Background: an optimization exercise with open tools, aiming at small area, a short achievable clock period and few clock cycles. Do not read the settings as production practice.
The RTL was checked by simulation tests, not by an equivalence proof against the original design.

==> flow/design.v <==
module scn_digest (
    input  wire         clk,
    input  wire         rst,
    input  wire         in_valid,
    output wire         in_ready,
    input  wire [255:0] in_data,
    input  wire         in_last,
    output reg          out_valid,
    output wire [383:0] out_digest
);
    localparam [63:0] IV0 = 64'hcbbb9d5dc1059ed8;
    localparam [63:0] IV1 = 64'h629a292a367cd507;
    localparam [63:0] IV2 = 64'h9159015a3070dd17;
    localparam [63:0] IV3 = 64'h152fecd8f70e5939;
    localparam [63:0] IV4 = 64'h67332667ffc00b31;
    localparam [63:0] IV5 = 64'h8eb44a8768581511;
    localparam [63:0] IV6 = 64'hdb0c2e0d64f98fa7;
    localparam [63:0] IV7 = 64'h47b5481dbefa4fa4;
    function [63:0] rotr(input [63:0] x, input integer n);
        rotr = (x >> n) | (x << (64 - n));
    endfunction
    function [63:0] be_word(input [255:0] dsc, input integer k);
        integer m;
        begin
            for (m = 0; m < 8; m = m + 1)
                be_word[63 - 8 * m -: 8] = dsc[64 * k + 8 * m +: 8];
        end
    endfunction
    reg  [6:0]  r;             
    reg         idle;          
    reg         fin;           
    reg         first;         
    reg         nxt;           
    reg         ended;         
    reg         padded;        
    reg  [23:0] cnt;           
    reg  [1023:0] w;           
    reg  [63:0] a, b, c, d, e, f, g, h;
    reg  [63:0] hkw;           
    reg  [63:0] H0, H1, H2, H3, H4, H5, H6, H7;
    wire r77 = (r == 7'd77);
    wire r78 = (r == 7'd78);
    wire r79 = (r == 7'd79);
    wire slot = r78 | (r == 7'd2) | (r == 7'd6) | (r == 7'd10);
    wire k3   = (r == 7'd10);
    wire tail = r77 | r78 | r79;
    wire pad_slot = ended & ~(r78 & fin);
    assign in_ready = slot & ~pad_slot;
    wire opt_take = r78 & fin & ~idle;
    wire take = in_ready & in_valid;
    wire adv  = ~(in_ready & ~in_valid & ~opt_take);
    wire [63:0] S0  = rotr(a, 28) ^ rotr(a, 34) ^ rotr(a, 39);
    wire [63:0] S1  = rotr(e, 14) ^ rotr(e, 18) ^ rotr(e, 41);
    wire [63:0] ch  = (e & f) ^ (~e & g);
    wire [63:0] maj = (a & b) ^ (a & c) ^ (b & c);
    wire [63:0] hs0 = first ? IV0 : H0;
    wire [63:0] hs4 = first ? IV4 : H4;
    wire [63:0] h0m = r79 ? hs0 : 64'd0;
    wire [63:0] h4m = r79 ? hs4 : 64'd0;
    wire [63:0] e_s1 = d ^ hkw ^ h4m;
    wire [63:0] e_c1 = ((d & hkw) | (d & h4m) | (hkw & h4m)) << 1;
    wire [63:0] e_s2 = e_s1 ^ e_c1 ^ S1;
    wire [63:0] e_c2 = ((e_s1 & e_c1) | (e_s1 & S1) | (e_c1 & S1)) << 1;
    wire [63:0] e_s3 = e_s2 ^ e_c2 ^ ch;
    wire [63:0] e_c3 = ((e_s2 & e_c2) | (e_s2 & ch) | (e_c2 & ch)) << 1;
    wire [63:0] e_new = e_s3 + e_c3;
    wire [63:0] a_s1 = S1 ^ ch ^ S0;
    wire [63:0] a_c1 = ((S1 & ch) | (S1 & S0) | (ch & S0)) << 1;
    wire [63:0] a_s2 = hkw ^ h0m ^ maj;
    wire [63:0] a_c2 = ((hkw & h0m) | (hkw & maj) | (h0m & maj)) << 1;
    wire [63:0] a_s3 = a_s1 ^ a_c1 ^ a_s2;
    wire [63:0] a_c3 = ((a_s1 & a_c1) | (a_s1 & a_s2) | (a_c1 & a_s2)) << 1;
    wire [63:0] a_s4 = a_s3 ^ a_c3 ^ a_c2;
    wire [63:0] a_c4 = ((a_s3 & a_c3) | (a_s3 & a_c2) | (a_c3 & a_c2)) << 1;
    wire [63:0] a_new = a_s4 + a_c4;
    wire [63:0] ha_raw = r77 ? H3 : r78 ? H2 : H1;
    wire [63:0] ha_iv  = r77 ? IV3 : r78 ? IV2 : IV1;
    wire [63:0] ha_sum = (first ? ha_iv : ha_raw) + a;
    wire [63:0] he_raw = r77 ? H7 : r78 ? H6 : H5;
    wire [63:0] he_iv  = r77 ? IV7 : r78 ? IV6 : IV5;
    wire [63:0] he_op  = first ? he_iv : he_raw;
    wire [63:0] ws1 = rotr(w[959:896], 19) ^ rotr(w[959:896], 61) ^ (w[959:896] >> 6);
    wire [63:0] ws0 = rotr(w[127:64], 1) ^ rotr(w[127:64], 8) ^ (w[127:64] >> 7);
    wire [63:0] q0 = tail ? e     : ws1;
    wire [63:0] q1 = tail ? he_op : w[639:576];
    wire [63:0] q2 = tail ? 64'd0 : ws0;
    wire [63:0] q3 = tail ? 64'd0 : w[63:0];
    wire [63:0] q_s1 = q0 ^ q1 ^ q2;
    wire [63:0] q_c1 = ((q0 & q1) | (q0 & q2) | (q1 & q2)) << 1;
    wire [63:0] q_s2 = q_s1 ^ q_c1 ^ q3;
    wire [63:0] q_c2 = ((q_s1 & q_c1) | (q_s1 & q3) | (q_c1 & q3)) << 1;
    wire [63:0] wn = q_s2 + q_c2;
    reg  [63:0] k_nx;
    always @(*) begin
        case (r)
            7'd0: k_nx = 64'h7137449123ef65cd;
            7'd1: k_nx = 64'hb5c0fbcfec4d3b2f;
            7'd2: k_nx = 64'he9b5dba58189dbbc;
            7'd3: k_nx = 64'h3956c25bf348b538;
            7'd4: k_nx = 64'h59f111f1b605d019;
            7'd5: k_nx = 64'h923f82a4af194f9b;
            7'd6: k_nx = 64'hab1c5ed5da6d8118;
            7'd7: k_nx = 64'hd807aa98a3030242;
            7'd8: k_nx = 64'h12835b0145706fbe;
            7'd9: k_nx = 64'h243185be4ee4b28c;
            7'd10: k_nx = 64'h550c7dc3d5ffb4e2;
            7'd11: k_nx = 64'h72be5d74f27b896f;
            7'd12: k_nx = 64'h80deb1fe3b1696b1;
            7'd13: k_nx = 64'h9bdc06a725c71235;
            7'd14: k_nx = 64'hc19bf174cf692694;
            7'd15: k_nx = 64'he49b69c19ef14ad2;
            7'd16: k_nx = 64'hefbe4786384f25e3;
            7'd17: k_nx = 64'h0fc19dc68b8cd5b5;
            7'd18: k_nx = 64'h240ca1cc77ac9c65;
            7'd19: k_nx = 64'h2de92c6f592b0275;
            7'd20: k_nx = 64'h4a7484aa6ea6e483;
            7'd21: k_nx = 64'h5cb0a9dcbd41fbd4;
            7'd22: k_nx = 64'h76f988da831153b5;
            7'd23: k_nx = 64'h983e5152ee66dfab;
            7'd24: k_nx = 64'ha831c66d2db43210;
            7'd25: k_nx = 64'hb00327c898fb213f;
            7'd26: k_nx = 64'hbf597fc7beef0ee4;
            7'd27: k_nx = 64'hc6e00bf33da88fc2;
            7'd28: k_nx = 64'hd5a79147930aa725;
            7'd29: k_nx = 64'h06ca6351e003826f;
            7'd30: k_nx = 64'h142929670a0e6e70;
            7'd31: k_nx = 64'h27b70a8546d22ffc;
            7'd32: k_nx = 64'h2e1b21385c26c926;
            7'd33: k_nx = 64'h4d2c6dfc5ac42aed;
            7'd34: k_nx = 64'h53380d139d95b3df;
            7'd35: k_nx = 64'h650a73548baf63de;
            7'd36: k_nx = 64'h766a0abb3c77b2a8;
            7'd37: k_nx = 64'h81c2c92e47edaee6;
            7'd38: k_nx = 64'h92722c851482353b;
            7'd39: k_nx = 64'ha2bfe8a14cf10364;
            7'd40: k_nx = 64'ha81a664bbc423001;
            7'd41: k_nx = 64'hc24b8b70d0f89791;
            7'd42: k_nx = 64'hc76c51a30654be30;
            7'd43: k_nx = 64'hd192e819d6ef5218;
            7'd44: k_nx = 64'hd69906245565a910;
            7'd45: k_nx = 64'hf40e35855771202a;
            7'd46: k_nx = 64'h106aa07032bbd1b8;
            7'd47: k_nx = 64'h19a4c116b8d2d0c8;
            7'd48: k_nx = 64'h1e376c085141ab53;
            7'd49: k_nx = 64'h2748774cdf8eeb99;
            7'd50: k_nx = 64'h34b0bcb5e19b48a8;
            7'd51: k_nx = 64'h391c0cb3c5c95a63;
            7'd52: k_nx = 64'h4ed8aa4ae3418acb;
            7'd53: k_nx = 64'h5b9cca4f7763e373;
            7'd54: k_nx = 64'h682e6ff3d6b2b8a3;
            7'd55: k_nx = 64'h748f82ee5defb2fc;
            7'd56: k_nx = 64'h78a5636f43172f60;
            7'd57: k_nx = 64'h84c87814a1f0ab72;
            7'd58: k_nx = 64'h8cc702081a6439ec;
            7'd59: k_nx = 64'h90befffa23631e28;
            7'd60: k_nx = 64'ha4506cebde82bde9;
            7'd61: k_nx = 64'hbef9a3f7b2c67915;
            7'd62: k_nx = 64'hc67178f2e372532b;
            7'd63: k_nx = 64'hca273eceea26619c;
            7'd64: k_nx = 64'hd186b8c721c0c207;
            7'd65: k_nx = 64'heada7dd6cde0eb1e;
            7'd66: k_nx = 64'hf57d4f7fee6ed178;
            7'd67: k_nx = 64'h06f067aa72176fba;
            7'd68: k_nx = 64'h0a637dc5a2c898a6;
            7'd69: k_nx = 64'h113f9804bef90dae;
            7'd70: k_nx = 64'h1b710b35131c471b;
            7'd71: k_nx = 64'h28db77f523047d84;
            7'd72: k_nx = 64'h32caab7b40c72493;
            7'd73: k_nx = 64'h3c9ebe0a15c9bebc;
            7'd74: k_nx = 64'h431d67c49c100d4c;
            7'd75: k_nx = 64'h4cc5d4becb3e42b6;
            7'd76: k_nx = 64'h597f299cfc657e2a;
            7'd77: k_nx = 64'h5fcb6fab3ad6faec;
            7'd78: k_nx = 64'h6c44198c4a475817;
            7'd79: k_nx = 64'h428a2f98d728ae22;
            default: k_nx = 64'h0;
        endcase
    end
    wire [63:0] hn  = r79 ? (fin ? IV7 : H7) : g;
    wire [63:0] wnx = w[831:768];
    wire [63:0] k_s = hn ^ k_nx ^ wnx;
    wire [63:0] k_c = ((hn & k_nx) | (hn & wnx) | (k_nx & wnx)) << 1;
    wire [63:0] hkw_new = k_s + k_c;
    wire [63:0] ld0 = pad_slot ? (padded ? 64'd0 : 64'h8000000000000000) : be_word(in_data, 0);
    wire [63:0] ld1 = pad_slot ? 64'd0 : be_word(in_data, 1);
    wire [63:0] ld2 = pad_slot ? 64'd0 : be_word(in_data, 2);
    wire [63:0] ld3 = pad_slot ? (k3 ? {32'd0, cnt, 8'd0} : 64'd0) : be_word(in_data, 3);
    always @(posedge clk) begin
        if (adv) begin
            if (slot) begin
                w[767:0]    <= w[831:64];
                w[831:768]  <= ld0;
                w[895:832]  <= ld1;
                w[959:896]  <= ld2;
                w[1023:960] <= ld3;
            end else begin
                w[959:0]    <= w[1023:64];
                w[1023:960] <= wn;
            end
            hkw <= hkw_new;
            if (r79) begin
                a <= fin ? IV0 : a_new;
                b <= fin ? IV1 : ha_sum;
                c <= fin ? IV2 : H2;
                d <= fin ? IV3 : H3;
                e <= fin ? IV4 : e_new;
                f <= fin ? IV5 : wn;
                g <= fin ? IV6 : H6;
                h <= fin ? IV7 : H7;
            end else begin
                a <= a_new; b <= a; c <= b; d <= c;
                e <= e_new; f <= e; g <= f; h <= g;
            end
            if (r77) begin H3 <= ha_sum; H7 <= wn; end
            if (r78) begin H2 <= ha_sum; H6 <= wn; end
            if (r79) begin H1 <= ha_sum; H5 <= wn; H0 <= a_new; H4 <= e_new; end
        end
    end
    always @(posedge clk) begin
        if (rst) begin
            r         <= 7'd78;
            idle      <= 1'b1;
            fin       <= 1'b1;
            first     <= 1'b1;
            nxt       <= 1'b0;
            ended     <= 1'b0;
            padded    <= 1'b0;
            cnt       <= 24'd0;
            out_valid <= 1'b0;
        end else begin
            out_valid <= 1'b0;
            if (adv) begin
                r <= r + 7'd1;
                if (take) begin
                    cnt   <= (r78 & fin) ? 24'd1 : cnt + 24'd1;
                    ended <= in_last;
                end
                if (slot & pad_slot)
                    padded <= 1'b1;
                if (r78) begin
                    nxt <= ~fin | take;
                    if (fin) begin
                        padded <= 1'b0;
                        if (!take) begin
                            cnt   <= 24'd0;
                            ended <= 1'b0;
                        end
                    end
                end
                if (k3)
                    fin <= ended;
                if (r79) begin
                    out_valid <= fin & ~idle;
                    if (nxt) begin
                        r     <= 7'd0;
                        idle  <= 1'b0;
                        first <= fin;
                        fin   <= 1'b0;
                    end else begin
                        r     <= 7'd78;
                        idle  <= 1'b1;
                    end
                end
            end
        end
    end
    genvar gi;
    generate
        for (gi = 0; gi < 8; gi = gi + 1) begin : g_dig
            assign out_digest[      8 * gi +: 8] = H0[63 - 8 * gi -: 8];
            assign out_digest[ 64 + 8 * gi +: 8] = H1[63 - 8 * gi -: 8];
            assign out_digest[128 + 8 * gi +: 8] = H2[63 - 8 * gi -: 8];
            assign out_digest[192 + 8 * gi +: 8] = H3[63 - 8 * gi -: 8];
            assign out_digest[256 + 8 * gi +: 8] = H4[63 - 8 * gi -: 8];
            assign out_digest[320 + 8 * gi +: 8] = H5[63 - 8 * gi -: 8];
        end
    endgenerate
endmodule
==> flow/run.sh <==
#!/bin/bash
# synth_recipe.tcl (not shown) runs the flow's synth.tcl, then flattens the netlist and writes it again
# the make line also repeats each setting of config.mk as NAME=value (left out here)
make -C /OpenROAD-flow-scripts/flow DESIGN_CONFIG=/design/flow/config.mk WORK_HOME=/design/flow/orfs CLKGATE_MAP_FILE= SYNTH_SCRIPT=/design/flow/synth_recipe.tcl finish
==> flow/config.mk <==
export PLATFORM = sky130hd
export DESIGN_NAME = scn_digest
export DESIGN_NICKNAME = scn_digest
export VERILOG_FILES = /design/flow/design.v
export SDC_FILE = /design/flow/constraint.sdc
export NUM_CORES = 4
export LEC_CHECK = 0
export CAP_MARGIN = 20
export CORE_MARGIN = 2
export CORE_UTILIZATION = 40
export SLEW_MARGIN = 20
export SYNTH_MEMORY_MAX_BITS = 16384
==> flow/constraint.sdc <==
create_clock -name core_clock -period 11.0 [get_ports {clk}]
set_input_delay 2.2000 -clock core_clock [delete_from_list [all_inputs] [get_ports {clk}]]
set_output_delay 2.2000 -clock core_clock [all_outputs]
set_load 0.01 [all_outputs]
==> results.sh <==
export IMPL_status="no timing/DRC/antenna violations"
export IMPL_syn_to_final_growth_pct=15.6
export IMPL_regMostFlops="w"
export IMPL_worst_setup_path_start_kind="register"
export IMPL_crit_fanout=61
export IMPL_timing_hold_ws_ns=0.375
export IMPL_maxSlewViolCount=0
export IMPL_ys_seq_area_frac=0.511
export IMPL_clock_path_buffers=4
export IMPL_cts_setup_buffers=0
export IMPL_cts_hold_buf=0
export IMPL_die_w_um=561
export IMPL_cts_resized=0
export IMPL_avgViaCountPerCell=6.09
export IMPL_fillCellCount=28400
export IMPL_core_area_um2=309000
export IMPL_hold_violations=0
export IMPL_cts_tree="yes"
export IMPL_antenna_found_initial=40
export IMPL_fp_dieH_um=561
export IMPL_cts_root_buf="clkbuf_16"
export IMPL_post_drt_wl_per_cell_um=37.9
export IMPL_syn_cell_area_um2=124000
export IMPL_fin_worst_skew_ns=0.0992
export IMPL_avgSynthCellArea_um2=11.4
export IMPL_cp_data_required_time_ns=11.80
export IMPL_grt_pass1_wl_um=790000
export IMPL_rrSetupSlack_ns=1.81
export IMPL_grt_use_total=0.367
export IMPL_synth_edff_count=2048
export IMPL_yosys_warnings=1
export IMPL_gp_congestion=0.998
export IMPL_synth_main_ff_cell="edfxtp_1"
export IMPL_h_tree_depth=4
export IMPL_multi_input_area_um2=54600
export IMPL_final_nets=12600
export IMPL_final_util=0.465
export IMPL_hpwl_um=465000
export IMPL_largest_reg_flops=1024
export IMPL_min_period_over_period=0.835
export IMPL_portBuffers=645
export IMPL_die_area_um2=315000
export IMPL_row_count=204
export IMPL_num_vias=95300
export IMPL_cap_violations=0
export IMPL_wirelength_um=593000
export IMPL_first_global_vias=91400
export IMPL_clk_latency_ns=0.98
export IMPL_netlist_instances=10900
export IMPL_slew_headroom=0.0584
export IMPL_cts_num_sinks=2150
export IMPL_path_clk_slew_ns=0.08
export IMPL_max_freq_mhz=109
export IMPL_synth_nets=12100
export IMPL_start_util=0.402
export IMPL_endpoint_kind="register"
export IMPL_numCtsBuffers=237
export IMPL_async_flop_share=0
export IMPL_critical_path_class="register to register"
export IMPL_ys_ff_latch=2150
export IMPL_grt_max_degree=179
export IMPL_seqCellArea_um2=63500
export IMPL_first_pass_iters=7
export IMPL_tns_ns=0
export IMPL_drc=0
export IMPL_antenna_left=0
export IMPL_drt_initial_drc_count=13600
export IMPL_pin_count=646
export IMPL_ys_types=101
export IMPL_min_period_ns=9.19
export IMPL_worstPathArrival_ns=9.99
export IMPL_worstHoldPathType="register to register"
export IMPL_worstMarginPinSlew_ns=1.40
export IMPL_grt_remaining_overflow=0
export IMPL_rsz0062_at_grt="no"
export IMPL_setup_viol=0
export IMPL_drive_above_1_share=0.0671
==> stage by stage <==
| step | setup slack (ns) | area (µm²) | cells |
|---|---|---|---|
| global placement | 2.33 | 136000 | 15200 |
| floorplan | 0.229 | 124000 | 10900 |
| CTS | 2.14 | 144000 | 15600 |
| finish | 1.81 | 144000 | 15700 |
| global route | 1.55 | 144000 | 15700 |
| detailed placement | 2.17 | 136000 | 15200 |
==> worst max-delay path, stage by stage (launching register included) <==
cell and delay (ns):
dfxtp_1 0.44, nor3b_1 0.61, and3_2 0.31, buf_4 0.30, and2_2 0.24, nor2_4 0.03, buf_4 0.25, nand2_4 0.65
nand2_1 0.73, o22ai_1 0.30, a22o_1 0.19, fa_1 0.42, inv_1 0.07, fa_1 0.41, ha_1 0.42, nand2_1 0.18
nor3_1 0.48, nand3_1 0.12, a21oi_1 0.17, nor3b_1 0.08, buf_4 0.19, a31oi_1 0.55, a41oi_1 0.31, o41ai_1 0.70
a21oi_1 0.20, xnor2_1 0.42, a22o_1 0.22
==> cells in the final DEF, fill, tap and decap left out, drive strengths merged, types with 26 or more instances in the layout <==
| cell | Yosys | final |
|---|---|---|
| edfxtp | 2048 | 2048 |
| o21bai | 62 | 62 |
| inv | 971 | 977 |
| ha | 337 | 337 |
| xnor2 | 517 | 517 |
| o22ai | 85 | 85 |
| a22o | 301 | 301 |
| o221ai | 44 | 44 |
| o21ai | 733 | 733 |
| clkinv | 4 | 115 |
| a221oi | 33 | 33 |
| a21o | 272 | 272 |
| clkdlybuf4s50 | 0 | 645 |
| clkbuf | 616 | 284 |
| mux2i | 82 | 82 |
| nor2 | 470 | 470 |
| and3 | 46 | 46 |
| nor3 | 93 | 93 |
| o22a | 52 | 52 |
| a21oi | 706 | 706 |
| or3 | 49 | 49 |
| nand2b | 97 | 97 |
| nand3 | 147 | 147 |
| nand4 | 84 | 84 |
| nand3b | 102 | 102 |
| nor2b | 46 | 46 |
| o21a | 44 | 44 |
| and2 | 117 | 117 |
| xor2 | 322 | 322 |
| a31oi | 104 | 104 |
| or2 | 26 | 26 |
| o211ai | 53 | 53 |
| nand2 | 993 | 993 |
| dfxtp | 102 | 102 |
| o31ai | 37 | 37 |
| buf | 84 | 267 |
| nor3b | 47 | 47 |
| fa | 633 | 633 |
| a211oi | 66 | 66 |
==> path summary, 6_finish.rpt <==
| path | cells past startpoint | start | endpoint |
|---|---|---|---|
| max reg2reg | 26 | r[6]$_SDFFE_PP1N_ | w[1022]$_DFFE_PN_ |
| max | 26 | r[6]$_SDFFE_PP1N_ | w[1022]$_DFFE_PN_ |
| min reg2reg | 0 | w[735]$_DFFE_PN_ | w[671]$_DFFE_PN_ |
| min | 0 | w[735]$_DFFE_PN_ | w[671]$_DFFE_PN_ |
==> logic make-up (layout without fill, tap and decap cells) <==
kind of cell | after synthesis | count (layout) | share of synthesized area
flip-flops | 2150 | 2150 | 0.511
multiplexers | 85 | 85 | 0.00688
other | 0 | 16 | 0
AO/OA/AOI/OAI | 2794 | 2794 | 0.145
AND/OR/NAND/NOR | 2361 | 2361 | 0.0895
adder cells (fa/ha/maj) | 971 | 971 | 0.136
XOR/XNOR | 839 | 839 | 0.0591
buffers and inverters | 1675 | 2328 | 0.0516
==> synthesized netlist by cell type (85+ instances only) <==
library cell | instances | share of area
nand3_1 | 147 | 0.0059
o21ai_0 | 701 | 0.028
xor2_1 | 322 | 0.023
nand2b_1 | 97 | 0.0049
edfxtp_1 | 2048 | 0.50
nor3_1 | 90 | 0.0036
a21o_1 | 272 | 0.016
ha_1 | 337 | 0.034
fa_1 | 633 | 0.10
nand2_1 | 989 | 0.030
xnor2_1 | 517 | 0.036
o22ai_1 | 85 | 0.0043
and2_1 | 116 | 0.0058
nor2_1 | 463 | 0.014
a31oi_1 | 104 | 0.0052
clkbuf_1 | 616 | 0.019
a22o_1 | 301 | 0.021
a21oi_1 | 705 | 0.028
dfxtp_1 | 102 | 0.016
nand3b_1 | 102 | 0.0062
inv_1 | 965 | 0.029
==> final cells by class <==
cell class	instances	share of cell area
antenna	16	0.000279
clock buffer	284	0.0434
clock inverter	157	0.0117
inverter	975	0.0257
multi-input combinational	7050	0.380
sequential	2150	0.443
tap	4120	0.0359
timing repair buffer	912	0.0603
==> layer usage <==
layer	GRT usage	routed length (µm)	vias up
met5	0	94	-
met4	0.179	33700	14
met3	0.0816	57000	931
met2	0.537	254000	5469
met1	0.515	249000	49400
li1	-	-	39500
Testbench counts, summed over its fixed seeds: cycles 50,184.

==> re-timing with driven ports <==
The flow's constraints put no driver on any port. The routed layout listed below was extracted and timed again, unchanged, in two steps.
Step 1: set_driving_cell puts a clkbuf_16 on clk and a buf_2 on each other input, an assumption about the parent block.
Step 2 moves the port delays by t, midway between the first and last clock arrival at a register: inputs arrive t later, outputs are due t later. That takes back most of the time a late clock gives input paths.
Three values: ideal ports, drivers, drivers and shift; two values: the first two.
t, ns: 1.024
slack for setup (ns): 1.812 / 1.812 / 1.812
clock arrival spread, ns: 0.099 / 0.099
worst register clock-pin slew, ns: 0.08 / 0.08
pins driven straight from the clock port: 1
After both steps this run still meets setup and hold. For this run, drivers alone change the setup slack by 0.000 ns; drivers and shift together by 0.000 ns.
